This is an optimization exercise on Yosys and OpenROAD, whose aim is small area, a short achievable clock period and few clock cycles per item, not a production implementation.
For this run, only the layout was checked, not whether the RTL still works.

[config.mk]
export PLATFORM = sky130hd
export DESIGN_NAME = kw_unwrap
export DESIGN_NICKNAME = kw_unwrap
export VERILOG_FILES = /design/flow/design.v
export SDC_FILE = /design/flow/constraint.sdc
export NUM_CORES = 8
export LEC_CHECK = 0
export CAP_MARGIN = 20
export CELL_PAD_IN_SITES_DETAIL_PLACEMENT = 1
export CELL_PAD_IN_SITES_GLOBAL_PLACEMENT = 2
export CORE_MARGIN = 2
export CORE_UTILIZATION = 30
export PLACE_DENSITY = 0.5
export SLEW_MARGIN = 20
export SYNTH_HIERARCHICAL = 1
[constraint.sdc]
create_clock -name core_clock -period 12.0 [get_ports {clk}]
set_input_delay 2.4000 -clock core_clock [delete_from_list [all_inputs] [get_ports {clk}]]
set_output_delay 2.4000 -clock core_clock [all_outputs]
set_load 0.01 [all_outputs]
[design.v]
module aes_sbox (
    input  wire [7:0] a,
    output wire [7:0] y
);
    wire n1;
    gx2 u1 (.a(a[1]), .b(a[3]), .y(n1));
    wire n2;
    gx2 u2 (.a(a[5]), .b(a[6]), .y(n2));
    wire n3;
    gx2 u3 (.a(a[4]), .b(a[7]), .y(n3));
    wire n4;
    gx2 u4 (.a(a[2]), .b(n1), .y(n4));
    wire n5;
    gx2 u5 (.a(a[0]), .b(n2), .y(n5));
    wire n6;
    gx2 u6 (.a(a[5]), .b(a[7]), .y(n6));
    wire n7;
    gx2 u7 (.a(a[4]), .b(n2), .y(n7));
    wire n8;
    gx2 u8 (.a(a[2]), .b(a[3]), .y(n8));
    wire n9;
    gx2 u9 (.a(a[6]), .b(n4), .y(n9));
    wire n10;
    gx2 u10 (.a(n1), .b(n3), .y(n10));
    wire n11;
    gx2 u11 (.a(a[1]), .b(a[2]), .y(n11));
    wire n12;
    gx2 u12 (.a(a[7]), .b(n5), .y(n12));
    wire n13;
    gx2 u13 (.a(n4), .b(n7), .y(n13));
    wire n14;
    gx2 u14 (.a(a[0]), .b(n9), .y(n14));
    wire n15;
    gx2 u15 (.a(a[0]), .b(n10), .y(n15));
    wire n16;
    gx2 u16 (.a(a[1]), .b(a[7]), .y(n16));
    wire n17;
    gx2 u17 (.a(a[1]), .b(n5), .y(n17));
    wire n18;
    gx2 u18 (.a(a[1]), .b(n6), .y(n18));
    wire n19;
    gx2 u19 (.a(a[2]), .b(a[4]), .y(n19));
    wire n20;
    gx2 u20 (.a(a[2]), .b(a[5]), .y(n20));
    wire n21;
    gx2 u21 (.a(a[2]), .b(a[7]), .y(n21));
    wire n22;
    gx2 u22 (.a(a[4]), .b(n5), .y(n22));
    wire n23;
    gx2 u23 (.a(a[5]), .b(n4), .y(n23));
    wire n24;
    gx2 u24 (.a(a[6]), .b(n3), .y(n24));
    wire n25;
    gx2 u25 (.a(n2), .b(n10), .y(n25));
    wire n26;
    gx2 u26 (.a(n3), .b(n9), .y(n26));
    wire n27;
    gx2 u27 (.a(n3), .b(n11), .y(n27));
    wire n28;
    gx2 u28 (.a(n3), .b(n20), .y(n28));
    wire n29;
    gx2 u29 (.a(n4), .b(n6), .y(n29));
    wire n30;
    gx2 u30 (.a(n6), .b(n8), .y(n30));
    wire n31;
    gx2 u31 (.a(n7), .b(n8), .y(n31));
    wire n32;
    gx2 u32 (.a(n11), .b(n12), .y(n32));
    wire n33;
    ga2 u33 (.a(n19), .b(n28), .y(n33));
    wire n34;
    ga2 u34 (.a(n3), .b(n9), .y(n34));
    wire n35;
    ga2 u35 (.a(n21), .b(n25), .y(n35));
    wire n36;
    ga2 u36 (.a(n27), .b(n10), .y(n36));
    wire n37;
    ga2 u37 (.a(n22), .b(a[0]), .y(n37));
    wire n38;
    ga2 u38 (.a(n32), .b(n15), .y(n38));
    wire n39;
    ga2 u39 (.a(n16), .b(n23), .y(n39));
    wire n40;
    ga2 u40 (.a(n12), .b(n14), .y(n40));
    wire n41;
    ga2 u41 (.a(n17), .b(n5), .y(n41));
    wire n42;
    gx2 u42 (.a(n35), .b(n37), .y(n42));
    wire n43;
    gx2 u43 (.a(n37), .b(n40), .y(n43));
    wire n44;
    gx2 u44 (.a(n33), .b(n38), .y(n44));
    wire n45;
    gx2 u45 (.a(n34), .b(n36), .y(n45));
    wire n46;
    gx2 u46 (.a(n36), .b(n39), .y(n46));
    wire n47;
    gx2 u47 (.a(n38), .b(n41), .y(n47));
    wire n48;
    gx2 u48 (.a(n13), .b(n42), .y(n48));
    wire n49;
    gx2 u49 (.a(n6), .b(n42), .y(n49));
    wire n50;
    gx2 u50 (.a(n24), .b(n43), .y(n50));
    wire n51;
    gx2 u51 (.a(n18), .b(n43), .y(n51));
    wire n52;
    gx2 u52 (.a(n44), .b(n49), .y(n52));
    wire n53;
    gx2 u53 (.a(n45), .b(n48), .y(n53));
    wire n54;
    gx2 u54 (.a(n46), .b(n50), .y(n54));
    wire n55;
    gx2 u55 (.a(n47), .b(n51), .y(n55));
    reg [3:0] e;
    always @(*) begin
        case ({n55, n54, n52, n53})
            4'd0: e = 4'd0;
            4'd1: e = 4'd1;
            4'd2: e = 4'd3;
            4'd3: e = 4'd2;
            4'd4: e = 4'd15;
            4'd5: e = 4'd12;
            4'd6: e = 4'd9;
            4'd7: e = 4'd11;
            4'd8: e = 4'd10;
            4'd9: e = 4'd6;
            4'd10: e = 4'd8;
            4'd11: e = 4'd7;
            4'd12: e = 4'd5;
            4'd13: e = 4'd14;
            4'd14: e = 4'd13;
            4'd15: e = 4'd4;
            default: e = 4'd0;
        endcase
    end
    wire n56;
    gx2 u56 (.a(e[0]), .b(e[1]), .y(n56));
    wire n57;
    gx2 u57 (.a(e[2]), .b(e[3]), .y(n57));
    wire n58;
    gx2 u58 (.a(e[0]), .b(e[2]), .y(n58));
    wire n59;
    gx2 u59 (.a(e[1]), .b(e[3]), .y(n59));
    wire n60;
    gx2 u60 (.a(n56), .b(n57), .y(n60));
    wire n61;
    ga2 u61 (.a(n6), .b(e[3]), .y(n61));
    wire n62;
    ga2 u62 (.a(n26), .b(e[2]), .y(n62));
    wire n63;
    ga2 u63 (.a(n13), .b(n57), .y(n63));
    wire n64;
    ga2 u64 (.a(n8), .b(e[1]), .y(n64));
    wire n65;
    ga2 u65 (.a(n7), .b(e[0]), .y(n65));
    wire n66;
    ga2 u66 (.a(n31), .b(n56), .y(n66));
    wire n67;
    ga2 u67 (.a(n30), .b(n59), .y(n67));
    wire n68;
    ga2 u68 (.a(n29), .b(n58), .y(n68));
    wire n69;
    ga2 u69 (.a(a[1]), .b(n60), .y(n69));
    wire n70;
    ga2 u70 (.a(n28), .b(e[3]), .y(n70));
    wire n71;
    ga2 u71 (.a(n9), .b(e[2]), .y(n71));
    wire n72;
    ga2 u72 (.a(n25), .b(n57), .y(n72));
    wire n73;
    ga2 u73 (.a(n10), .b(e[1]), .y(n73));
    wire n74;
    ga2 u74 (.a(a[0]), .b(e[0]), .y(n74));
    wire n75;
    ga2 u75 (.a(n15), .b(n56), .y(n75));
    wire n76;
    ga2 u76 (.a(n23), .b(n59), .y(n76));
    wire n77;
    ga2 u77 (.a(n14), .b(n58), .y(n77));
    wire n78;
    ga2 u78 (.a(n5), .b(n60), .y(n78));
    wire n79;
    gx2 u79 (.a(n61), .b(n62), .y(n79));
    wire n80;
    gx2 u80 (.a(n66), .b(n79), .y(n80));
    wire n81;
    gx2 u81 (.a(n64), .b(n80), .y(n81));
    wire n82;
    gx2 u82 (.a(n67), .b(n77), .y(n82));
    wire n83;
    gx2 u83 (.a(n71), .b(n78), .y(n83));
    wire n84;
    gx2 u84 (.a(n70), .b(n83), .y(n84));
    wire n85;
    gx2 u85 (.a(n73), .b(n74), .y(n85));
    wire n86;
    gx2 u86 (.a(n68), .b(n82), .y(n86));
    wire n87;
    gx2 u87 (.a(n69), .b(n79), .y(n87));
    wire n88;
    gx2 u88 (.a(n73), .b(n75), .y(n88));
    wire n89;
    gx2 u89 (.a(n76), .b(n81), .y(n89));
    wire n90;
    gx2 u90 (.a(n82), .b(n87), .y(n90));
    wire n91;
    gx2 u91 (.a(n84), .b(n85), .y(n91));
    wire n92;
    gx2 u92 (.a(n62), .b(n63), .y(n92));
    wire n93;
    gx2 u93 (.a(n65), .b(n72), .y(n93));
    wire n94;
    gx2 u94 (.a(n71), .b(n72), .y(n94));
    wire n95;
    gx2 u95 (.a(n76), .b(n85), .y(n95));
    wire n96;
    gx2 u96 (.a(n76), .b(n90), .y(n96));
    wire n97;
    gx2 u97 (.a(n77), .b(n81), .y(n97));
    wire n98;
    gx2 u98 (.a(n78), .b(n88), .y(n98));
    wire n99;
    gx2 u99 (.a(n80), .b(n83), .y(n99));
    wire n100;
    gx2 u100 (.a(n84), .b(n89), .y(n100));
    wire n101;
    gx2 u101 (.a(n86), .b(n88), .y(n101));
    wire n102;
    gx2 u102 (.a(n86), .b(n92), .y(n102));
    wire n103;
    gx2 u103 (.a(n89), .b(n98), .y(n103));
    wire n110;
    gxn2 u104 (.a(n90), .b(n91), .y(n110));
    wire n105;
    gx2 u105 (.a(n91), .b(n97), .y(n105));
    wire n106;
    gx2 u106 (.a(n93), .b(n99), .y(n106));
    wire n111;
    gxn2 u107 (.a(n94), .b(n96), .y(n111));
    wire n112;
    gxn2 u108 (.a(n95), .b(n102), .y(n112));
    wire n109;
    gx2 u109 (.a(n101), .b(n106), .y(n109));
    wire n113 = ~n81;
    assign y[0] = n110;
    assign y[1] = n111;
    assign y[2] = n109;
    assign y[3] = n105;
    assign y[4] = n100;
    assign y[5] = n112;
    assign y[6] = n113;
    assign y[7] = n103;
endmodule
module aes_isbox_a (
    input  wire [7:0]  a,
    output wire [11:0] q
);
    wire n1;
    gx2 u1 (.a(a[1]), .b(a[6]), .y(n1));
    wire n2;
    gx2 u2 (.a(a[2]), .b(a[3]), .y(n2));
    wire n3;
    gx2 u3 (.a(a[4]), .b(a[5]), .y(n3));
    wire n4;
    gx2 u4 (.a(a[0]), .b(a[7]), .y(n4));
    wire n5;
    gx2 u5 (.a(n2), .b(n3), .y(n5));
    wire n6;
    gx2 u6 (.a(a[0]), .b(n1), .y(n6));
    wire n7;
    gx2 u7 (.a(a[7]), .b(n1), .y(n7));
    wire n8;
    gx2 u8 (.a(a[3]), .b(a[5]), .y(n8));
    wire n9;
    gx2 u9 (.a(n1), .b(n4), .y(n9));
    wire n10;
    gx2 u10 (.a(a[0]), .b(n3), .y(n10));
    wire n11;
    gx2 u11 (.a(a[1]), .b(a[7]), .y(n11));
    wire n12;
    gx2 u12 (.a(a[2]), .b(n3), .y(n12));
    wire n13;
    gx2 u13 (.a(a[5]), .b(n2), .y(n13));
    wire n14;
    gx2 u14 (.a(a[6]), .b(n3), .y(n14));
    wire n15;
    gx2 u15 (.a(n4), .b(n8), .y(n15));
    wire n36;
    gxn2 u16 (.a(a[0]), .b(n2), .y(n36));
    wire n17;
    gx2 u17 (.a(a[1]), .b(n2), .y(n17));
    wire n18;
    gx2 u18 (.a(a[2]), .b(n7), .y(n18));
    wire n40;
    gxn2 u19 (.a(a[3]), .b(n4), .y(n40));
    wire n20;
    gx2 u20 (.a(a[4]), .b(n2), .y(n20));
    wire n37;
    gxn2 u21 (.a(a[4]), .b(n11), .y(n37));
    wire n38;
    gxn2 u22 (.a(a[5]), .b(n7), .y(n38));
    wire n23;
    gx2 u23 (.a(a[6]), .b(n4), .y(n23));
    wire n24;
    gx2 u24 (.a(a[7]), .b(n14), .y(n24));
    wire n46;
    gxn2 u25 (.a(n2), .b(n9), .y(n46));
    wire n26;
    gx2 u26 (.a(n4), .b(n17), .y(n26));
    wire n27;
    gx2 u27 (.a(n5), .b(n6), .y(n27));
    wire n28;
    gx2 u28 (.a(n5), .b(n11), .y(n28));
    wire n35;
    gxn2 u29 (.a(n5), .b(n23), .y(n35));
    wire n30;
    gx2 u30 (.a(n6), .b(n13), .y(n30));
    wire n43;
    gxn2 u31 (.a(n7), .b(n8), .y(n43));
    wire n44;
    gxn2 u32 (.a(n7), .b(n12), .y(n44));
    wire n33;
    gx2 u33 (.a(n9), .b(n12), .y(n33));
    wire n34;
    gx2 u34 (.a(n9), .b(n13), .y(n34));
    wire n39 = ~a[5];
    wire n41 = ~n6;
    wire n42 = ~n5;
    wire n45 = ~a[6];
    wire n47 = ~n5;
    wire n48 = ~n6;
    wire n49 = ~a[5];
    wire n50;
    ga2 u35 (.a(n30), .b(n15), .y(n50));
    wire n51;
    ga2 u36 (.a(n34), .b(n39), .y(n51));
    wire n52;
    ga2 u37 (.a(a[7]), .b(n40), .y(n52));
    wire n53;
    ga2 u38 (.a(n35), .b(n41), .y(n53));
    wire n54;
    ga2 u39 (.a(n36), .b(n42), .y(n54));
    wire n55;
    ga2 u40 (.a(n24), .b(n27), .y(n55));
    wire n56;
    ga2 u41 (.a(n37), .b(n43), .y(n56));
    wire n57;
    ga2 u42 (.a(n38), .b(n20), .y(n57));
    wire n58;
    ga2 u43 (.a(n14), .b(n44), .y(n58));
    wire n59;
    gx2 u44 (.a(n50), .b(n54), .y(n59));
    wire n60;
    gx2 u45 (.a(n54), .b(n57), .y(n60));
    wire n61;
    gx2 u46 (.a(n51), .b(n55), .y(n61));
    wire n62;
    gx2 u47 (.a(n52), .b(n53), .y(n62));
    wire n63;
    gx2 u48 (.a(n53), .b(n56), .y(n63));
    wire n64;
    gx2 u49 (.a(n55), .b(n58), .y(n64));
    wire n65;
    gx2 u50 (.a(n10), .b(n59), .y(n65));
    wire n66;
    gx2 u51 (.a(n26), .b(n59), .y(n66));
    wire n67;
    gx2 u52 (.a(n33), .b(n60), .y(n67));
    wire n68;
    gx2 u53 (.a(n45), .b(n60), .y(n68));
    wire n69;
    gx2 u54 (.a(n61), .b(n66), .y(n69));
    wire n70;
    gx2 u55 (.a(n62), .b(n65), .y(n70));
    wire n71;
    gx2 u56 (.a(n63), .b(n67), .y(n71));
    wire n72;
    gx2 u57 (.a(n64), .b(n68), .y(n72));
    reg [3:0] e;
    always @(*) begin
        case ({n72, n71, n69, n70})
            4'd0: e = 4'd0;
            4'd1: e = 4'd1;
            4'd2: e = 4'd3;
            4'd3: e = 4'd2;
            4'd4: e = 4'd10;
            4'd5: e = 4'd8;
            4'd6: e = 4'd14;
            4'd7: e = 4'd13;
            4'd8: e = 4'd5;
            4'd9: e = 4'd11;
            4'd10: e = 4'd4;
            4'd11: e = 4'd9;
            4'd12: e = 4'd15;
            4'd13: e = 4'd7;
            4'd14: e = 4'd6;
            4'd15: e = 4'd12;
            default: e = 4'd0;
        endcase
    end
    assign q[8] = n10;
    assign q[9] = n28;
    assign q[10] = n46;
    assign q[11] = n18;
    assign q[4] = n47;
    assign q[5] = n48;
    assign q[6] = n49;
    assign q[7] = n15;
    assign q[3:0] = e;
endmodule
module aes_isbox_b (
    input  wire [11:0] q,
    output wire [7:0]  y
);
    wire n1001;
    gx2 u1 (.a(q[8]), .b(q[9]), .y(n1001));
    wire n1002;
    gx2 u2 (.a(q[10]), .b(q[11]), .y(n1002));
    wire n1003;
    gx2 u3 (.a(q[8]), .b(q[10]), .y(n1003));
    wire n1004;
    gx2 u4 (.a(q[9]), .b(q[11]), .y(n1004));
    wire n1005;
    gx2 u5 (.a(n1001), .b(n1002), .y(n1005));
    wire n1006;
    gx2 u6 (.a(q[4]), .b(q[5]), .y(n1006));
    wire n1007;
    gx2 u7 (.a(q[6]), .b(q[7]), .y(n1007));
    wire n1008;
    gx2 u8 (.a(q[4]), .b(q[6]), .y(n1008));
    wire n1009;
    gx2 u9 (.a(q[5]), .b(q[7]), .y(n1009));
    wire n1010;
    gx2 u10 (.a(n1006), .b(n1007), .y(n1010));
    wire n1011;
    gx2 u11 (.a(q[0]), .b(q[1]), .y(n1011));
    wire n1012;
    gx2 u12 (.a(q[2]), .b(q[3]), .y(n1012));
    wire n1013;
    gx2 u13 (.a(q[0]), .b(q[2]), .y(n1013));
    wire n1014;
    gx2 u14 (.a(q[1]), .b(q[3]), .y(n1014));
    wire n1015;
    gx2 u15 (.a(n1011), .b(n1012), .y(n1015));
    wire n1016;
    ga2 u16 (.a(q[11]), .b(q[3]), .y(n1016));
    wire n1017;
    ga2 u17 (.a(q[10]), .b(q[2]), .y(n1017));
    wire n1018;
    ga2 u18 (.a(n1002), .b(n1012), .y(n1018));
    wire n1019;
    ga2 u19 (.a(q[9]), .b(q[1]), .y(n1019));
    wire n1020;
    ga2 u20 (.a(q[8]), .b(q[0]), .y(n1020));
    wire n1021;
    ga2 u21 (.a(n1001), .b(n1011), .y(n1021));
    wire n1022;
    ga2 u22 (.a(n1004), .b(n1014), .y(n1022));
    wire n1023;
    ga2 u23 (.a(n1003), .b(n1013), .y(n1023));
    wire n1024;
    ga2 u24 (.a(n1005), .b(n1015), .y(n1024));
    wire n1025;
    ga2 u25 (.a(q[7]), .b(q[3]), .y(n1025));
    wire n1026;
    ga2 u26 (.a(q[6]), .b(q[2]), .y(n1026));
    wire n1027;
    ga2 u27 (.a(n1007), .b(n1012), .y(n1027));
    wire n1028;
    ga2 u28 (.a(q[5]), .b(q[1]), .y(n1028));
    wire n1029;
    ga2 u29 (.a(q[4]), .b(q[0]), .y(n1029));
    wire n1030;
    ga2 u30 (.a(n1006), .b(n1011), .y(n1030));
    wire n1031;
    ga2 u31 (.a(n1009), .b(n1014), .y(n1031));
    wire n1032;
    ga2 u32 (.a(n1008), .b(n1013), .y(n1032));
    wire n1033;
    ga2 u33 (.a(n1010), .b(n1015), .y(n1033));
    wire n1034;
    gx2 u34 (.a(n1020), .b(n1024), .y(n1034));
    wire n1035;
    gx2 u35 (.a(n1025), .b(n1026), .y(n1035));
    wire n1036;
    gx2 u36 (.a(n1017), .b(n1022), .y(n1036));
    wire n1037;
    gx2 u37 (.a(n1028), .b(n1032), .y(n1037));
    wire n1038;
    gx2 u38 (.a(n1035), .b(n1036), .y(n1038));
    wire n1039;
    gx2 u39 (.a(n1019), .b(n1034), .y(n1039));
    wire n1040;
    gx2 u40 (.a(n1021), .b(n1023), .y(n1040));
    wire n1041;
    gx2 u41 (.a(n1030), .b(n1037), .y(n1041));
    wire n1042;
    gx2 u42 (.a(n1016), .b(n1038), .y(n1042));
    wire n1043;
    gx2 u43 (.a(n1018), .b(n1031), .y(n1043));
    wire n1044;
    gx2 u44 (.a(n1032), .b(n1033), .y(n1044));
    wire n1045;
    gx2 u45 (.a(n1034), .b(n1040), .y(n1045));
    wire n1046;
    gx2 u46 (.a(n1038), .b(n1041), .y(n1046));
    wire n1047;
    gx2 u47 (.a(n1039), .b(n1042), .y(n1047));
    wire n1048;
    gx2 u48 (.a(n1043), .b(n1046), .y(n1048));
    wire n1049;
    gx2 u49 (.a(n1017), .b(n1018), .y(n1049));
    wire n1050;
    gx2 u50 (.a(n1020), .b(n1040), .y(n1050));
    wire n1051;
    gx2 u51 (.a(n1023), .b(n1039), .y(n1051));
    wire n1052;
    gx2 u52 (.a(n1024), .b(n1048), .y(n1052));
    wire n1053;
    gx2 u53 (.a(n1025), .b(n1027), .y(n1053));
    wire n1054;
    gx2 u54 (.a(n1029), .b(n1030), .y(n1054));
    wire n1055;
    gx2 u55 (.a(n1029), .b(n1031), .y(n1055));
    wire n1056;
    gx2 u56 (.a(n1033), .b(n1041), .y(n1056));
    wire n1057;
    gx2 u57 (.a(n1035), .b(n1044), .y(n1057));
    wire n1058;
    gx2 u58 (.a(n1037), .b(n1045), .y(n1058));
    wire n1059;
    gx2 u59 (.a(n1044), .b(n1047), .y(n1059));
    wire n1060;
    gx2 u60 (.a(n1045), .b(n1053), .y(n1060));
    wire n1061;
    gx2 u61 (.a(n1047), .b(n1054), .y(n1061));
    wire n1062;
    gx2 u62 (.a(n1048), .b(n1050), .y(n1062));
    wire n1063;
    gx2 u63 (.a(n1049), .b(n1051), .y(n1063));
    wire n1064;
    gx2 u64 (.a(n1055), .b(n1058), .y(n1064));
    wire n1065;
    gx2 u65 (.a(n1056), .b(n1060), .y(n1065));
    assign y[0] = n1065;
    assign y[1] = n1063;
    assign y[2] = n1057;
    assign y[3] = n1059;
    assign y[4] = n1061;
    assign y[5] = n1052;
    assign y[6] = n1064;
    assign y[7] = n1062;
endmodule
module aes_inv_mixcol (
    input  wire [31:0] a,
    output wire [31:0] y
);
    wire x0;
    gx2 u_x0 (.a(a[13]), .b(a[29]), .y(x0));
    wire x1;
    gx2 u_x1 (.a(a[5]), .b(a[21]), .y(x1));
    wire x2;
    gx2 u_x2 (.a(a[14]), .b(a[30]), .y(x2));
    wire x3;
    gx2 u_x3 (.a(a[6]), .b(a[22]), .y(x3));
    wire x4;
    gx2 u_x4 (.a(x0), .b(x1), .y(x4));
    wire x5;
    gx2 u_x5 (.a(a[7]), .b(a[15]), .y(x5));
    wire x6;
    gx2 u_x6 (.a(a[23]), .b(a[27]), .y(x6));
    wire x7;
    gx2 u_x7 (.a(a[3]), .b(a[31]), .y(x7));
    wire x8;
    gx2 u_x8 (.a(a[26]), .b(x3), .y(x8));
    wire x9;
    gx2 u_x9 (.a(a[2]), .b(x2), .y(x9));
    wire x10;
    gx2 u_x10 (.a(a[25]), .b(x4), .y(x10));
    wire x11;
    gx2 u_x11 (.a(a[4]), .b(a[20]), .y(x11));
    wire x12;
    gx2 u_x12 (.a(a[0]), .b(a[16]), .y(x12));
    wire x13;
    gx2 u_x13 (.a(a[12]), .b(a[28]), .y(x13));
    wire x14;
    gx2 u_x14 (.a(a[8]), .b(a[24]), .y(x14));
    wire x15;
    gx2 u_x15 (.a(a[1]), .b(a[17]), .y(x15));
    wire x16;
    gx2 u_x16 (.a(a[18]), .b(x9), .y(x16));
    wire x17;
    gx2 u_x17 (.a(a[10]), .b(x8), .y(x17));
    wire x18;
    gx2 u_x18 (.a(a[9]), .b(x10), .y(x18));
    wire x19;
    gx2 u_x19 (.a(a[11]), .b(a[19]), .y(x19));
    wire x20;
    gx2 u_x20 (.a(x5), .b(x19), .y(x20));
    wire x21;
    gx2 u_x21 (.a(x6), .b(x7), .y(x21));
    wire x22;
    gx2 u_x22 (.a(a[15]), .b(x17), .y(x22));
    wire x23;
    gx2 u_x23 (.a(a[23]), .b(a[31]), .y(x23));
    wire x24;
    gx2 u_x24 (.a(a[7]), .b(a[11]), .y(x24));
    wire x25;
    gx2 u_x25 (.a(x2), .b(x12), .y(x25));
    wire x26;
    gx2 u_x26 (.a(x11), .b(x13), .y(x26));
    wire x27;
    gx2 u_x27 (.a(x3), .b(x14), .y(x27));
    wire x28;
    gx2 u_x28 (.a(x20), .b(x21), .y(x28));
    wire x29;
    gx2 u_x29 (.a(x15), .b(x18), .y(x29));
    wire x30;
    gx2 u_x30 (.a(a[15]), .b(x4), .y(x30));
    wire x31;
    gx2 u_x31 (.a(a[20]), .b(x16), .y(x31));
    wire x32;
    gx2 u_x32 (.a(x17), .b(x24), .y(x32));
    wire x33;
    gx2 u_x33 (.a(a[4]), .b(x16), .y(x33));
    wire x34;
    gx2 u_x34 (.a(a[19]), .b(x22), .y(x34));
    wire x35;
    gx2 u_x35 (.a(a[7]), .b(a[23]), .y(x35));
    wire x36;
    gx2 u_x36 (.a(a[7]), .b(a[31]), .y(x36));
    wire x37;
    gx2 u_x37 (.a(x12), .b(x15), .y(x37));
    wire x38;
    gx2 u_x38 (.a(x3), .b(x13), .y(x38));
    wire x39;
    gx2 u_x39 (.a(a[12]), .b(x6), .y(x39));
    wire x40;
    gx2 u_x40 (.a(x2), .b(x11), .y(x40));
    wire x41;
    gx2 u_x41 (.a(a[22]), .b(x5), .y(x41));
    wire x42;
    gx2 u_x42 (.a(a[6]), .b(x23), .y(x42));
    wire x43;
    gx2 u_x43 (.a(a[28]), .b(x7), .y(x43));
    wire x44;
    gx2 u_x44 (.a(x3), .b(x15), .y(x44));
    wire x45;
    gx2 u_x45 (.a(x0), .b(x26), .y(x45));
    wire x46;
    gx2 u_x46 (.a(x4), .b(x25), .y(x46));
    wire x47;
    gx2 u_x47 (.a(x8), .b(x14), .y(x47));
    wire x48;
    gx2 u_x48 (.a(x9), .b(x12), .y(x48));
    wire x49;
    gx2 u_x49 (.a(x1), .b(x26), .y(x49));
    wire x50;
    gx2 u_x50 (.a(a[18]), .b(x25), .y(x50));
    wire x51;
    gx2 u_x51 (.a(x4), .b(x27), .y(x51));
    wire x52;
    gx2 u_x52 (.a(x28), .b(x38), .y(x52));
    wire x53;
    gx2 u_x53 (.a(x16), .b(x35), .y(x53));
    wire x54;
    gx2 u_x54 (.a(x28), .b(x40), .y(x54));
    wire x55;
    gx2 u_x55 (.a(a[23]), .b(x30), .y(x55));
    wire x56;
    gx2 u_x56 (.a(a[31]), .b(x22), .y(x56));
    wire x57;
    gx2 u_x57 (.a(x14), .b(x18), .y(x57));
    wire x58;
    gx2 u_x58 (.a(x2), .b(x18), .y(x58));
    wire x59;
    gx2 u_x59 (.a(x1), .b(x32), .y(x59));
    wire x60;
    gx2 u_x60 (.a(x11), .b(x29), .y(x60));
    wire x61;
    gx2 u_x61 (.a(x0), .b(x34), .y(x61));
    wire x62;
    gx2 u_x62 (.a(x13), .b(x29), .y(x62));
    wire x63;
    gx2 u_x63 (.a(a[10]), .b(a[19]), .y(x63));
    wire x64;
    gx2 u_x64 (.a(a[0]), .b(a[17]), .y(x64));
    wire x65;
    gx2 u_x65 (.a(a[10]), .b(a[27]), .y(x65));
    wire x66;
    gx2 u_x66 (.a(a[17]), .b(a[25]), .y(x66));
    wire x67;
    gx2 u_x67 (.a(a[14]), .b(a[29]), .y(x67));
    wire x68;
    gx2 u_x68 (.a(a[7]), .b(a[14]), .y(x68));
    wire x69;
    gx2 u_x69 (.a(a[13]), .b(a[28]), .y(x69));
    wire x70;
    gx2 u_x70 (.a(a[1]), .b(a[25]), .y(x70));
    wire x71;
    gx2 u_x71 (.a(a[9]), .b(a[16]), .y(x71));
    wire x72;
    gx2 u_x72 (.a(a[0]), .b(a[8]), .y(x72));
    wire x73;
    gx2 u_x73 (.a(a[5]), .b(a[12]), .y(x73));
    wire x74;
    gx2 u_x74 (.a(a[5]), .b(a[29]), .y(x74));
    wire x75;
    gx2 u_x75 (.a(a[13]), .b(a[30]), .y(x75));
    wire x76;
    gx2 u_x76 (.a(a[23]), .b(a[30]), .y(x76));
    wire x77;
    gx2 u_x77 (.a(a[1]), .b(a[8]), .y(x77));
    wire x78;
    gx2 u_x78 (.a(a[14]), .b(a[31]), .y(x78));
    wire x79;
    gx2 u_x79 (.a(a[6]), .b(a[13]), .y(x79));
    wire x80;
    gx2 u_x80 (.a(a[3]), .b(a[26]), .y(x80));
    wire x81;
    gx2 u_x81 (.a(a[15]), .b(a[30]), .y(x81));
    wire x82;
    gx2 u_x82 (.a(a[9]), .b(a[17]), .y(x82));
    wire x83;
    gx2 u_x83 (.a(a[1]), .b(a[9]), .y(x83));
    wire x84;
    gx2 u_x84 (.a(a[18]), .b(x65), .y(x84));
    wire x85;
    gx2 u_x85 (.a(a[24]), .b(x5), .y(x85));
    wire x86;
    gx2 u_x86 (.a(x5), .b(x77), .y(x86));
    wire x87;
    gx2 u_x87 (.a(a[24]), .b(x64), .y(x87));
    wire x88;
    gx2 u_x88 (.a(a[21]), .b(x67), .y(x88));
    wire x89;
    gx2 u_x89 (.a(a[8]), .b(x23), .y(x89));
    wire x90;
    gx2 u_x90 (.a(x7), .b(x73), .y(x90));
    wire x91;
    gx2 u_x91 (.a(a[10]), .b(x66), .y(x91));
    wire x92;
    gx2 u_x92 (.a(a[22]), .b(x74), .y(x92));
    wire x93;
    gx2 u_x93 (.a(x7), .b(x24), .y(x93));
    wire x94;
    gx2 u_x94 (.a(x36), .b(x72), .y(x94));
    wire x95;
    gx2 u_x95 (.a(a[16]), .b(x36), .y(x95));
    wire x96;
    gx2 u_x96 (.a(a[24]), .b(x71), .y(x96));
    wire x97;
    gx2 u_x97 (.a(a[2]), .b(x6), .y(x97));
    wire x98;
    gx2 u_x98 (.a(a[21]), .b(x79), .y(x98));
    wire x99;
    gx2 u_x99 (.a(a[5]), .b(x75), .y(x99));
    wire x100;
    gx2 u_x100 (.a(x6), .b(x69), .y(x100));
    wire x101;
    gx2 u_x101 (.a(x20), .b(x80), .y(x101));
    wire x102;
    gx2 u_x102 (.a(x42), .b(x81), .y(x102));
    wire x103;
    gx2 u_x103 (.a(a[16]), .b(x86), .y(x103));
    wire x104;
    gx2 u_x104 (.a(x44), .b(x94), .y(x104));
    wire x105;
    gx2 u_x105 (.a(x21), .b(x63), .y(x105));
    wire x106;
    gx2 u_x106 (.a(x37), .b(x93), .y(x106));
    wire x107;
    gx2 u_x107 (.a(a[21]), .b(x43), .y(x107));
    wire x108;
    gx2 u_x108 (.a(x27), .b(x91), .y(x108));
    wire x109;
    gx2 u_x109 (.a(x23), .b(x87), .y(x109));
    wire x110;
    gx2 u_x110 (.a(a[0]), .b(x27), .y(x110));
    wire x111;
    gx2 u_x111 (.a(x42), .b(x68), .y(x111));
    wire x112;
    gx2 u_x112 (.a(x41), .b(x78), .y(x112));
    wire x113;
    gx2 u_x113 (.a(x41), .b(x76), .y(x113));
    wire x114;
    gx2 u_x114 (.a(x44), .b(x96), .y(x114));
    wire x115;
    gx2 u_x115 (.a(x37), .b(x97), .y(x115));
    wire x116;
    gx2 u_x116 (.a(a[29]), .b(x39), .y(x116));
    wire x117;
    gx2 u_x117 (.a(x45), .b(x111), .y(x117));
    wire x118;
    gx2 u_x118 (.a(x49), .b(x102), .y(x118));
    wire x119;
    gx2 u_x119 (.a(x19), .b(x30), .y(x119));
    wire x120;
    gx2 u_x120 (.a(x47), .b(x115), .y(x120));
    wire x121;
    gx2 u_x121 (.a(x48), .b(x105), .y(x121));
    wire x122;
    gx2 u_x122 (.a(x51), .b(x106), .y(x122));
    wire x123;
    gx2 u_x123 (.a(x45), .b(x113), .y(x123));
    wire x124;
    gx2 u_x124 (.a(x46), .b(x85), .y(x124));
    wire x125;
    gx2 u_x125 (.a(x47), .b(x83), .y(x125));
    wire x126;
    gx2 u_x126 (.a(x46), .b(x89), .y(x126));
    wire x127;
    gx2 u_x127 (.a(x51), .b(x95), .y(x127));
    wire x128;
    gx2 u_x128 (.a(x49), .b(x112), .y(x128));
    wire x129;
    gx2 u_x129 (.a(x50), .b(x101), .y(x129));
    wire x130;
    gx2 u_x130 (.a(x48), .b(x82), .y(x130));
    wire x131;
    gx2 u_x131 (.a(x50), .b(x70), .y(x131));
    wire x132;
    gx2 u_x132 (.a(x10), .b(x104), .y(x132));
    wire x133;
    gx2 u_x133 (.a(x52), .b(x88), .y(x133));
    wire x134;
    gx2 u_x134 (.a(x31), .b(x100), .y(x134));
    wire x135;
    gx2 u_x135 (.a(x33), .b(x107), .y(x135));
    wire x136;
    gx2 u_x136 (.a(x31), .b(x90), .y(x136));
    wire x137;
    gx2 u_x137 (.a(x119), .b(x120), .y(x137));
    wire x138;
    gx2 u_x138 (.a(x54), .b(x98), .y(x138));
    wire x139;
    gx2 u_x139 (.a(x33), .b(x116), .y(x139));
    wire x140;
    gx2 u_x140 (.a(x84), .b(x122), .y(x140));
    wire x141;
    gx2 u_x141 (.a(x21), .b(x31), .y(x141));
    wire x142;
    gx2 u_x142 (.a(x53), .b(x108), .y(x142));
    wire x143;
    gx2 u_x143 (.a(x20), .b(x33), .y(x143));
    wire x144;
    gx2 u_x144 (.a(x55), .b(x114), .y(x144));
    wire x145;
    gx2 u_x145 (.a(x52), .b(x99), .y(x145));
    wire x146;
    gx2 u_x146 (.a(x54), .b(x92), .y(x146));
    wire x147;
    gx2 u_x147 (.a(x55), .b(x110), .y(x147));
    wire x148;
    gx2 u_x148 (.a(x32), .b(x43), .y(x148));
    wire x149;
    gx2 u_x149 (.a(x53), .b(x125), .y(x149));
    wire x150;
    gx2 u_x150 (.a(x57), .b(x121), .y(x150));
    wire x151;
    gx2 u_x151 (.a(x59), .b(x134), .y(x151));
    wire x152;
    gx2 u_x152 (.a(x59), .b(x139), .y(x152));
    wire x153;
    gx2 u_x153 (.a(x34), .b(x39), .y(x153));
    wire x154;
    gx2 u_x154 (.a(x57), .b(x129), .y(x154));
    wire x155;
    gx2 u_x155 (.a(x56), .b(x130), .y(x155));
    wire x156;
    gx2 u_x156 (.a(x56), .b(x131), .y(x156));
    wire x157;
    gx2 u_x157 (.a(x58), .b(x103), .y(x157));
    wire x158;
    gx2 u_x158 (.a(x58), .b(x109), .y(x158));
    wire x159;
    gx2 u_x159 (.a(x62), .b(x141), .y(x159));
    wire x160;
    gx2 u_x160 (.a(x60), .b(x148), .y(x160));
    wire x161;
    gx2 u_x161 (.a(x60), .b(x153), .y(x161));
    wire x162;
    gx2 u_x162 (.a(x62), .b(x143), .y(x162));
    wire x163;
    gx2 u_x163 (.a(x61), .b(x135), .y(x163));
    wire x164;
    gx2 u_x164 (.a(x61), .b(x136), .y(x164));
    assign y[0] = x127;
    assign y[1] = x158;
    assign y[2] = x156;
    assign y[3] = x137;
    assign y[4] = x159;
    assign y[5] = x163;
    assign y[6] = x146;
    assign y[7] = x118;
    assign y[8] = x124;
    assign y[9] = x132;
    assign y[10] = x149;
    assign y[11] = x150;
    assign y[12] = x160;
    assign y[13] = x152;
    assign y[14] = x145;
    assign y[15] = x117;
    assign y[16] = x147;
    assign y[17] = x157;
    assign y[18] = x155;
    assign y[19] = x140;
    assign y[20] = x162;
    assign y[21] = x164;
    assign y[22] = x138;
    assign y[23] = x128;
    assign y[24] = x126;
    assign y[25] = x144;
    assign y[26] = x142;
    assign y[27] = x154;
    assign y[28] = x161;
    assign y[29] = x151;
    assign y[30] = x133;
    assign y[31] = x123;
endmodule
module gx2 (input wire a, input wire b, output wire y);
    assign y = a ^ b;
endmodule
module gxn2 (input wire a, input wire b, output wire y);
    assign y = ~(a ^ b);
endmodule
module ga2 (input wire a, input wire b, output wire y);
    assign y = a & b;
endmodule
module kw_unwrap (
    input  wire         clk,
    input  wire         rst,
    input  wire         req_valid,
    output wire         req_ready,
    input  wire         req_kek,
    input  wire         req_long,
    input  wire [319:0] req_data,
    output wire         resp_valid,
    input  wire         resp_ready,
    output wire [255:0] resp_key,
    output wire         resp_ok
);
    localparam [63:0] IV = 64'hA6A6_A6A6_A6A6_A6A6;
    localparam [1:0] G_RUN   = 2'd0,
                     G_KEXP  = 2'd1,
                     G_KDONE = 2'd2;
    reg  [1:0]   gst;
    reg          ph;         
    reg  [3:0]   m;          
    reg  [3:0]   kstep;      
    reg  [255:0] kwin;       
    reg  [255:0] klast;      
    reg  [127:0] sa;         
    reg  [191:0] sb;         
    reg          v_q, kek_q, long_q;
    reg  [63:0]  x1 [0:1];
    reg  [63:0]  x2 [0:1];
    reg  [63:0]  x3 [0:1];
    reg  [63:0]  x4 [0:1];
    reg  [4:0]   tc [0:1];   
    reg          lng  [0:1];
    reg          run  [0:1];   
    reg          park [0:1];   
    reg          okc  [0:1];
    reg          old;        
    reg  [255:0] out_key;
    reg          out_ok, out_pend, out_valid;
    wire [127:0] rk   = kwin[255:128];
    wire [127:0] rk14 = klast[127:0];
    wire         cb   = ~ph;           
    wire         bnd  = (m == 4'd0);   
    wire         grun = (gst == G_RUN);
    wire        kfwd   = (gst == G_KEXP);
    wire        ktype0 = kfwd ? ~kstep[0] : m[0];
    wire [2:0]  rci    = kfwd ? (kstep[3:1] + 3'd1) : (m[3:1] + {2'd0, m[0]});
    wire [31:0] w_src  = kfwd ? kwin[31:0] : kwin[159:128];
    wire [31:0] sub_in = ktype0 ? {w_src[23:0], w_src[31:24]} : w_src;
    wire [31:0] sub_out;
    genvar g;
    generate
        for (g = 0; g < 4; g = g + 1) begin : g_ksbox
            aes_sbox u_sbox (.a(sub_in[8*g +: 8]), .y(sub_out[8*g +: 8]));
        end
    endgenerate
    reg [7:0] rcon;
    always @(*) begin
        case (rci)
            3'd1:    rcon = 8'h01;
            3'd2:    rcon = 8'h02;
            3'd3:    rcon = 8'h04;
            3'd4:    rcon = 8'h08;
            3'd5:    rcon = 8'h10;
            3'd6:    rcon = 8'h20;
            3'd7:    rcon = 8'h40;
            default: rcon = 8'h00;
        endcase
    end
    wire [31:0] ktemp = ktype0 ? (sub_out ^ {rcon, 24'h0}) : sub_out;
    wire [31:0] kw0 = kwin[255:224], kw1 = kwin[223:192], kw2 = kwin[191:160], kw3 = kwin[159:128];
    wire [31:0] kw4 = kwin[127:96],  kw5 = kwin[95:64],   kw6 = kwin[63:32],   kw7 = kwin[31:0];
    wire [31:0] f0 = kw0 ^ ktemp;
    wire [31:0] f1 = kw1 ^ f0;
    wire [31:0] f2 = kw2 ^ f1;
    wire [31:0] f3 = kw3 ^ f2;
    wire [255:0] kfwd_next = {kwin[127:0], f0, f1, f2, f3};
    wire [255:0] kbwd_next = {kw4 ^ ktemp, kw5 ^ kw4, kw6 ^ kw5, kw7 ^ kw6, kwin[255:128]};
    wire [191:0] sb_next;
    generate
        for (g = 0; g < 16; g = g + 1) begin : g_sta
            localparam integer ROW = g % 4;
            localparam integer COL = g / 4;
            localparam integer SRC = ROW + 4 * ((COL + 4 - ROW) % 4);
            aes_isbox_a u_a (.a(sa[127-8*SRC -: 8]), .q(sb_next[191-12*g -: 12]));
        end
    endgenerate
    wire [127:0] isb;
    wire [127:0] ark;
    wire [127:0] imc;
    generate
        for (g = 0; g < 16; g = g + 1) begin : g_stb
            aes_isbox_b u_b (.q(sb[191-12*g -: 12]), .y(isb[127-8*g -: 8]));
        end
        for (g = 0; g < 4; g = g + 1) begin : g_imc
            aes_inv_mixcol u_imc (.a(ark[127-32*g -: 32]), .y(imc[127-32*g -: 32]));
        end
    endgenerate
    assign ark = isb ^ rk;
    wire [63:0] b_hi = ark[127:64];
    wire [63:0] b_lo = ark[63:0];
    wire        b_ok = (b_hi == IV);
    wire        out_free = !out_pend && !out_valid;
    wire        has0 = run[0] || park[0];
    wire        has1 = run[1] || park[1];
    wire        has_o = cb ? has0 : has1;        
    wire        run_b  = run[cb];
    wire [4:0]  t_b    = tc[cb];
    wire        last_b = (t_b == 5'd1);
    wire        fin_direct = bnd && run_b && last_b && (old == cb) && out_free;
    wire        fin_park   = bnd && run_b && last_b && !fin_direct;
    wire        cont       = bnd && run_b && !last_b;
    wire        unpark0 = park[0] && !old && out_free;
    wire        unpark1 = park[1] &&  old && out_free;
    wire        unpark_b = cb ? unpark1 : unpark0;
    wire        free_b  = (!run_b && (!park[cb] || unpark_b)) || fin_direct;
    wire        acc     = grun && bnd && v_q && !kek_q && free_b;
    wire        kek_acc = grun && v_q && kek_q && !has0 && !has1;
    assign req_ready = acc || kek_acc;
    wire        acc_v     = acc && req_valid;
    wire        kek_acc_v = kek_acc && req_valid;
    wire [63:0]  head     = lng[cb] ? x1[cb] : x3[cb];
    wire [4:0]   t_nx     = t_b - 5'd1;
    wire [127:0] blk_next = {b_hi ^ {59'd0, t_nx}, head} ^ rk14;
    wire [4:0]   t_first   = long_q ? 5'd24 : 5'd12;
    wire [63:0]  c_n       = long_q ? req_data[63:0] : req_data[191:128];
    wire [127:0] blk_first = {req_data[319:256] ^ {59'd0, t_first}, c_n} ^ rk14;
    always @(posedge clk) begin
        sb <= sb_next;
        if (!bnd)
            sa <= imc;
        else if (cont)
            sa <= blk_next;
        else
            sa <= blk_first;
        if (kek_acc_v && !rst)
            kwin <= req_data[255:0];
        else if (gst == G_KEXP)
            kwin <= kfwd_next;
        else if (gst == G_RUN && !ph)
            kwin <= bnd ? klast : kbwd_next;
        if (gst == G_KDONE)
            klast <= kwin;
    end
    generate
        for (g = 0; g < 2; g = g + 1) begin : g_ctx
            wire here = (cb == g);
            always @(posedge clk) begin
                if (here && cont) begin
                    tc[g] <= t_nx;
                    x3[g] <= b_lo;
                    if (lng[g]) begin
                        x1[g] <= x2[g];
                        x2[g] <= x3[g];
                    end
                end else if (here && acc_v) begin
                    tc[g]  <= t_first;
                    lng[g] <= long_q;
                    x1[g]  <= long_q ? req_data[127:64] : 64'd0;
                    x2[g]  <= long_q ? req_data[191:128] : 64'd0;
                    x3[g]  <= req_data[255:192];
                end
                if (here && fin_park) begin
                    x4[g]  <= b_lo;
                    okc[g] <= b_ok;
                end
                if (rst) begin
                    run[g]  <= 1'b0;
                    park[g] <= 1'b0;
                end else begin
                    if (here && bnd) begin
                        if (acc_v)
                            run[g] <= 1'b1;
                        else if (run_b && last_b)
                            run[g] <= 1'b0;
                    end
                    if (here && fin_park)
                        park[g] <= 1'b1;
                    else if ((g == 0) ? unpark0 : unpark1)
                        park[g] <= 1'b0;
                end
            end
        end
    endgenerate
    always @(posedge clk) begin
        if (fin_direct) begin
            out_key <= {b_lo, x3[cb], x2[cb], x1[cb]};
            out_ok  <= b_ok;
        end else if (unpark0) begin
            out_key <= {x4[0], x3[0], x2[0], x1[0]};
            out_ok  <= okc[0];
        end else if (unpark1) begin
            out_key <= {x4[1], x3[1], x2[1], x1[1]};
            out_ok  <= okc[1];
        end else if (out_pend && !out_ok) begin
            out_key <= 256'd0;
        end
        if (rst) begin
            out_pend  <= 1'b0;
            out_valid <= 1'b0;
        end else if (fin_direct || unpark0 || unpark1) begin
            out_pend  <= 1'b1;
        end else if (out_pend) begin
            out_pend  <= 1'b0;
            out_valid <= 1'b1;
        end else if (out_valid && resp_ready) begin
            out_valid <= 1'b0;
        end
    end
    always @(posedge clk) begin
        kek_q  <= req_kek;
        long_q <= req_long;
        if (rst) begin
            v_q   <= 1'b0;
            gst   <= G_RUN;
            ph    <= 1'b1;
            m     <= 4'd0;
            old   <= 1'b0;
            kstep <= 4'd0;
        end else begin
            v_q <= req_valid && !req_ready;
            case (gst)
                G_RUN: begin
                    if (kek_acc_v) begin
                        gst   <= G_KEXP;
                        kstep <= 4'd0;
                    end else begin
                        ph <= ~ph;
                        if (!ph)
                            m <= bnd ? 4'd13 : m - 4'd1;
                    end
                end
                G_KEXP: begin
                    kstep <= kstep + 4'd1;
                    if (kstep == 4'd12)
                        gst <= G_KDONE;
                end
                default: begin
                    gst <= G_RUN;
                    ph  <= 1'b1;
                    m   <= 4'd0;
                end
            endcase
            if (acc_v && !has_o)
                old <= cb;
            else if (fin_direct)
                old <= ~cb;
            else if (unpark0)
                old <= 1'b1;
            else if (unpark1)
                old <= 1'b0;
        end
    end
    assign resp_valid = out_valid;
    assign resp_ok    = out_ok;
    assign resp_key   = out_key;
endmodule
[run.sh]
#!/bin/bash
# synth_recipe.tcl (not shown) runs the flow's synth.tcl, then flattens the netlist and writes it again
# the make line also repeats each setting of config.mk as NAME=value (left out here)
make -C /OpenROAD-flow-scripts/flow DESIGN_CONFIG=/design/flow/config.mk WORK_HOME=/design/flow/orfs CLKGATE_MAP_FILE= SYNTH_SCRIPT=/design/flow/synth_recipe.tcl finish
==> metrics.yaml <==
status: "finished clean"
required_ns: 12.64
final_cell_mix: "2507 x xor2_1, 1295 x edfxtp_1, 1266 x nand2_1, 914 x o21ai_0, 584 x clkdlybuf4s50_1"
max_slew_margin_pct: 19.5
synth_area_per_cell_um2: 9.96
critPathMostFrequentCell: "xor2_1"
antenna_found_initial: 65
area_growth_pct: 14.7
grt_overflow: 0
synth_xor_xnor_area_share_pct: 24.4
finalClockSkew_ns: 0.0813
synth-edff-count: 1295
cap_violations: 0
die_w_um: 594
die_h_um: 594
avgViaCountPerCell: 5.20
yosys.area_share.simple_pct: 11.3
ys_warn_count: 18
ant_nets: 0
max_freq_ghz: 0.108
crit_fanout: 28
io_pins: 585
synth_cells: 10500
synthFlopType: "edfxtp_1"
ys_async_sr_fraction_pct: 0
clock-sinks: 1636
grt_max_degree: 130
htree_levels: 4
root_buffer: "clkbuf_16"
synthAdderAreaFrac_pct: 0.670
path_class: "register to register"
drive_gt1_share_pct: 5.55
cts_hold_buf: 0
ys_ff_latch: 1636
postCtsSetupBuffers: 0
syn-num-nets: 10900
io_buffers: 584
drt_iter0_markers: 7413
worst_slew_pin_slew_ns: 1.20
cp_slowest_cell: "xor2_1"
timing.final.crit_period_ns: 9.29
core_area_um2: 346000
path_clk_slew_ns: 0.06
drcViolationCount: 0
place_congestion: 0.913
clock_latency_ns: 0.94
cp_top_family: "XOR/XNOR gates"
syn-cell-area_um2: 105000
synth_mux_area_share_pct: 3.15
worst_setup_path_end_kind: "register"
numCtsBuffers: 212
r2r_start: "gst[0]"
finalHoldViolations: 0
finalMaxSlewViolations: 0
yosysSeqAreaShare_pct: 43.7
track_usage_pct: 29.9
setup_viol: 0
wl_um: 543000
startpoint: "gst[0]"
whs_ns: 0.496
tns_ns: 0
cp.buffers_inverters: 3
fill_cells: 38500
max_stage_delay_ns: 0.75
hp-class: "register to register"
grt_pass1_wl_um: 729000
clockBufferDepth: 4
rows: 216
route.detailed.wl_per_inst_um: 35.3
synth_cell_types: 76
grt_pass1_vias: 81600
post-route-period-util_pct: 77.4
hold_start: "sa[109]"
start_kind: "register"
arrival_ns: 9.92
initial_core_util_pct: 30.2
synth_compound_area_share_pct: 10.7
dr.pass1.iters: 6
synth_top_family_by_area: "XOR/XNOR gates"
via_count: 80000
nets: 11000
ctsResizeCount: 0
mostFrequentLayoutCell: "xor2_1"
die_area_um2: 353000
final_util_pct: 34.6
tritoncts: "yes"
hpwl_um: 433000
rsz0062_at_grt: "false"
[stage by stage]
step / cells / cell area (um2) / setup slack, ns
after global routing: 15400 / 120000 / 2.15
after global placement: 15000 / 113000 / 3.12
after CTS: 15400 / 120000 / 2.84
after detailed placement: 15000 / 113000 / 2.90
after floorplan: 10500 / 105000 / 3.78
final: 15400 / 120000 / 2.71
[worst register-to-register path: cells and delay by family (launching register included)]
family / cells / cell delay [ns]
adders and majority gates: 1 / 0.35
muxes: 1 / 0.60
and+or+nand+nor: 3 / 0.84
buffers and inverters: 3 / 0.57
DFF: 1 / 0.64
xor gates and xnor gates: 14 / 4.90
AOI/OAI and AO/OA: 4 / 1.11
[flip-flops by register name, indices dropped and copies added, names as in the netlist, 10 cells and up]
name,count
klast,256
kwin,256
out_key,256
sb,192
sa,128
x1,128
x2,128
x3,128
x4,128
tc,10
[per-module statistics from Yosys, one instance, submodules excluded]
| module | copies in the design | flip-flops and latches |
|---|---|---|
| kw_unwrap | 1 | 1636 |
| aes_inv_mixcol | 4 | 0 |
| aes_sbox | 4 | 0 |
| aes_isbox_a | 16 | 0 |
| aes_isbox_b | 16 | 0 |
| gx2 | 2368 | 0 |
| gxn2 | 140 | 0 |
| ga2 | 540 | 0 |
[kinds of logic (layout without fill, tap and decap cells)]
logic type | Yosys count | count (layout)
simple gates | 2526 | 2526
buf+inv | 1178 | 1460
other cells | 0 | 22
flops | 1636 | 1636
compound gates | 1898 | 1898
mux | 297 | 297
fa+ha+maj | 56 | 56
xor+xnor | 2904 | 2904
[cell type report]
type	instances	area, um2	area share, %
flip-flops and latches	1636	45700	38.1
diodes	22	55.1	0.0459
well taps	4578	5730	4.78
inverters	284	1070	0.893
multi-input cells	7681	52700	44.0
clock buffers	271	5740	4.79
clock inverters	123	1340	1.12
repair buffers	782	7490	6.25
[synth_stat cells, types with 67 or more instances]
master | n | area, um2
o21ai_0 | 917 | 4590
buf_2 | 117 | 586
nand2_1 | 1274 | 4780
nand3b_1 | 81 | 608
buf_4 | 420 | 3150
a221oi_1 | 67 | 587
edfxtp_1 | 1295 | 38900
xor2_1 | 2508 | 22000
a22o_1 | 192 | 1680
clkbuf_1 | 304 | 1140
nor2_1 | 298 | 1120
nand3_1 | 180 | 901
a21oi_1 | 384 | 1920
xnor2_1 | 391 | 3420
dfxtp_1 | 341 | 6830
inv_1 | 276 | 1040
a31oi_1 | 104 | 651
and2_1 | 545 | 3410
mux2i_1 | 271 | 2710
o22ai_1 | 88 | 551
[path summary, 6_finish.rpt]
check             slack [ns]  cells after the start       end
setup / recovery        2.71                     26  kwin[90]
hold / removal          0.50                      1    sb[66]
setup reg to reg        2.71                     26  kwin[90]
hold reg to reg         0.50                      1    sb[66]
[metal layers]
| metal | vias to the layer above | share of wire [%] | global-route usage (%) |
|---|---|---|---|
| met2 | 2365 | 45 | 47.4 |
| li1 | 35600 | - | - |
| met5 | - | 0.038 | 0 |
| met3 | 465 | 5.4 | 4.09 |
| met1 | 41500 | 46 | 42.3 |
| met4 | 30 | 3.2 | 8.32 |

afterwards: timing with drivers on the ports:
The flow's constraints put no driver on any port. The routed layout listed below was extracted and timed again, unchanged, in two steps.
Step 1 sets driving cells, clkbuf_16 on the clock port and buf_2 on the other inputs (assumed; they add their load-dependent delay and slew).
Step 2 also shifts input and output timing later by t, the mid clock arrival at the registers, as if the neighbouring blocks saw the same clock.
Slacks: ideal / step 1 / step 2; pairs: ideal / step 1.
t (ns): 1.023
slack for setup (ns): 2.713 / 2.713 / 2.713
worst hold slack (ns): 0.496 / 0.496 / 0.496
worst setup path at the end: register to register
worst slew at a driven data input, ns: 0.13
After both steps setup and hold are still met in this run. The setup slack of this run moves by 0.000 ns with the drivers and by 0.000 ns with both steps.
